This is an optimization exercise on Yosys and OpenROAD, whose aim is small area, a short achievable clock period and few clock cycles per item, not a production implementation.
RTL that was checked went through simulation tests only; none was proved equivalent to the original.

== v40 ==
// tau_arith
module tau_arith (
    input  wire        clk,
    input  wire        rst,           
    input  wire        in_valid,
    output wire        in_ready,
    input  wire        in_fn,         
    input  wire [63:0] in_a,
    input  wire [63:0] in_b,
    output reg         out_valid,
    output reg  [63:0] out_result,
    output reg         out_range
);
Size: about 3500 cells after synthesis, roughly 440 flip-flops, ~200 I/O pins, roughly 33000 um2 of cells after synthesis.
Settings: LEC_CHECK=0, CAP_MARGIN=20, CORE_MARGIN=2, CORE_UTILIZATION=40, SLEW_MARGIN=20; clock period 14.0 ns.
standard.sh (not shown) runs the stock make flow with config.mk's settings and CLKGATE_MAP_FILE= SYNTH_SCRIPT=/design/flow/synth_recipe.tcl, a recipe that flattens the netlist after the stock synthesis.
==> flow/flow/run.sh <==
#!/bin/bash
# The standard layout, with repair_timing asked for more setup slack than the
# clock period needs (so that it sizes the critical paths up), and the port
# buffers made with sky130_fd_sc_hd__buf_2.
set -euo pipefail
bash standard.sh SETUP_SLACK_MARGIN=9 "BUFFER_PORTS_ARGS=-buffer_cell sky130_fd_sc_hd__buf_2" finish > standard_make.log 2>&1
--- input diff v40..v30 ---
==> flow/flow/run.sh <==
#!/bin/bash
# The standard layout, with repair_timing asked for more setup slack than the
# clock period needs (so that it sizes the critical paths up), and the port
# buffers made with sky130_fd_sc_hd__buf_2.
set -euo pipefail
bash standard.sh SETUP_SLACK_MARGIN=7.5 "BUFFER_PORTS_ARGS=-buffer_cell sky130_fd_sc_hd__buf_2" finish > standard_make.log 2>&1
Findings:
Note that the cell area recorded for v40 amounts to 1.06 times the value seen in v30.
For achievable clock frequency, dividing the value from v30 by the value from v40 gives 0.895.
Diff v30..v40 | sequential cell count | unchanged
v30 finished every step from synthesis to the final layout, and the layout passed the timing, design-rule and antenna checks.
Delay contributed by the slowest stage of the critical path up 0.13 ns in v30 wrt v40
Comparing v40 and v30, final cycle utilization of the critical path is lower on v40.
The cell count in v30 sits 2.1% below the value recorded for v40.
Routed metal-1 wirelength was higher in the run labelled v40.
The global-route usage in v30 sits 1.3 points below the value recorded for v40.
What v37 does differently from v30 at the input level:
==> flow/flow/run.sh <==
#!/bin/bash
# The standard layout, with repair_timing asked for more setup slack than the
# clock period needs (so that it sizes the critical paths up), and the port
# buffers made with sky130_fd_sc_hd__buf_2.
set -euo pipefail
bash standard.sh SETUP_SLACK_MARGIN=10 "BUFFER_PORTS_ARGS=-buffer_cell sky130_fd_sc_hd__buf_2" finish > standard_make.log 2>&1
## What came out
- v37 | status: complete | timing, DRC, antenna: pass
- Relative to v30, critical path depth increased by 9.1% in v37.
- Going from v30 to v37, worst setup timing slack at the placement stage picked up an extra 0.53 ns; cell area picked up an extra 3600 um2; global-route usage picked up an extra 2.4 points; ratio of cells with drive above 1 in the final layout picked up an extra 10 points.
- Non-clock buffer count in v37 vs v30: up 53%
- Area of the multi-input gates up 8.7% in v37 wrt v30
- For total number of multi-input combinational cells, v37 and v30 come out practically identical.
- Compared with v30, v37 supports a higher clock frequency.
Function was not checked in any run of this note: the RTL went through the layout flow alone.


## run 1
tau_arith, a different RTL version from the one above (not shown whole).
Size: roughly 3200 cells after synthesis, roughly 200 I/O pins, roughly 29000 um2 of cells after synthesis.
Design tau_arith, start of the top module:
module tau_arith (
    input  wire        clk,
    input  wire        rst,           
    input  wire        in_valid,
    output wire        in_ready,
    input  wire        in_fn,         
    input  wire [63:0] in_a,
    input  wire [63:0] in_b,
    output reg         out_valid,
    output reg  [63:0] out_result,
    output reg         out_range
);
    localparam [31:0] NS_PER_SEC = 32'd1_000_000_000;
    localparam [24:0] D5         = 25'd1_953_125;           
    reg        s1_v;
    reg        s1_fn;
    reg        s1_rng;            
    reg        s1_m1, s1_m3;      
    reg [10:0] s1_kc;            
    reg [31:0] s1_ahi;            
    reg [31:0] s1_d;              
    reg [31:0] s1_bhi;            
    reg [31:0] s1_xlo;            
    reg [29:0] s1_alo;            
    reg        busy;              
    reg  [3:0] cnt;               
    reg [34:0] dq;                
    wire last = (cnt == 4'd1);
    assign in_ready = busy ? last : !(s1_v && !s1_fn && !s1_rng);
    wire [20:0] rem  = out_result[29:9];
    wire [25:0] rp   = {rem, dq[34:30]};
    wire [32:0] ge;
    genvar gi;
    assign ge[0]  = 1'b1;
    assign ge[32] = 1'b0;
    generate
        for (gi = 1; gi < 32; gi = gi + 1) begin : g_cmp
            assign ge[gi] = (rp >= gi * D5);
        end
    endgenerate
  ...
export LEC_CHECK = 0
export CAP_MARGIN = 20
export CORE_MARGIN = 2
export CORE_UTILIZATION = 40
export SLEW_MARGIN = 20
create_clock -name core_clock -period 14.0 [get_ports {clk}]
==> flow/flow/run.sh <==
#!/bin/bash
# The standard layout, with repair_timing asked for more setup slack than the
# clock period needs (so that it sizes the critical paths up), and the port
# buffers made with sky130_fd_sc_hd__buf_2.
set -euo pipefail
bash standard.sh SETUP_SLACK_MARGIN=7 "BUFFER_PORTS_ARGS=-buffer_cell sky130_fd_sc_hd__buf_2" finish > standard_make.log 2>&1
Run 1: all stages complete, timing, DRC and antenna checks passed
Testbench counts of run 1, summed over its fixed seeds: cycles 40,239, items 16,000.
### run 1 -> run 2
diff --git a/flow/flow/run.sh b/flow/flow/run.sh
--- a/flow/flow/run.sh
+++ b/flow/flow/run.sh
@@ -6 +6 @@
-bash standard.sh SETUP_SLACK_MARGIN=7 "BUFFER_PORTS_ARGS=-buffer_cell sky130_fd_sc_hd__buf_2" finish > standard_make.log 2>&1
+bash standard.sh SETUP_SLACK_MARGIN=7 TNS_END_PERCENT=5 "BUFFER_PORTS_ARGS=-buffer_cell sky130_fd_sc_hd__buf_2" finish > standard_make.log 2>&1
### Flow results
Between run 2 and run 1, the area after synthesis figures differ only marginally. Between run 1 and run 2, the share of cell area taken by multi-input logic gates figures differ only marginally. The utilization of run 2 and that of run 1 are within noise of each other. Run 2 and run 1 ended up with nearly the same cell count. Diff run 2..run 1 | wire length | negligible. | design area | run 2 vs run 1 | ≈ equal |. Clock period minus final worst setup slack (run 2 over run 1): increase, 77 ps.
[inputs] run 3 vs run 2
==> flow/flow/run.sh <==
#!/bin/bash
# The standard layout, with repair_timing asked for more setup slack than the
# clock period needs, so that it sizes the critical paths up.
set -euo pipefail
bash standard.sh SETUP_SLACK_MARGIN=7 finish > standard_make.log 2>&1
Changes observed in run 3 relative to run 2: routed wire length saw an increase; cell count did not really move.
Compared with run 2, in run 3 non-clock buffer instance count of the final layout rose by 3.3%, sequential share of layout area down 0.68 points, average routed wire per standard cell up about 0.37%.
Modified inputs, run 4 compared to run 3
==> flow/flow/run.sh <==
#!/bin/bash
# The standard layout, with repair_timing asked for more setup slack than the
# clock period needs (so that it sizes the critical paths up), and the port
# buffers made with sky130_fd_sc_hd__buf_2.
set -euo pipefail
bash standard.sh SETUP_SLACK_MARGIN=6.5 "BUFFER_PORTS_ARGS=-buffer_cell sky130_fd_sc_hd__buf_2" finish > standard_make.log 2>&1
--- outcome ---
- Run 4 has completed all stages; timing, DRC and antenna checks passed.
- | via count of the first global-routing pass | higher: run 3 |
- As far as number of sequential cells in the layout goes, run 3 and run 4 are indistinguishable; the numbers are identical.
- The run with more routed wire is run 3, not run 4.

-- re-timing with driven ports --
How much do the figures lean on ideal ports? The routed layouts below were timed once more, with nothing changed but the port constraints. Step 1 (the two cells are an assumption about what drives the block):
set clk [get_ports {clk}]
set_driving_cell -lib_cell sky130_fd_sc_hd__clkbuf_16 $clk
set_driving_cell -lib_cell sky130_fd_sc_hd__buf_2 [delete_from_list [all_inputs] $clk]
Step 2 moves the port delays by t, midway between the first and last clock arrival at a register: inputs arrive t later, outputs are due t later. That takes back most of the time a late clock gives input paths. a / b / c = ideal / step 1 / step 2; a / b = the first two.
run	t, ns	setup slack, ns	worst hold slack (ns)	cell pins on the clock port's net
v40	0.648	8.422 / 8.422 / 8.422	0.325 / 0.325 / 0.325	1
v30	0.656	7.766 / 7.766 / 7.500	0.325 / 0.325 / 0.325	1
v37	0.664	8.465 / 8.465 / 8.465	0.325 / 0.325 / 0.325	1
run 1	0.674	7.190 / 7.190 / 7.190	0.532 / 0.532 / 0.532	1
run 2	0.674	7.113 / 7.113 / 7.113	0.532 / 0.532 / 0.532	1
run 3	0.617	7.247 / 7.247 / 7.247	0.543 / 0.543 / 0.543	1
run 4	0.674	6.888 / 6.888 / 6.888	0.533 / 0.533 / 0.533	1
After both steps setup and hold are still met in every run listed. For v30, which loses most, drivers alone change the setup slack by 0.000 ns; drivers and shift together by -0.266 ns.
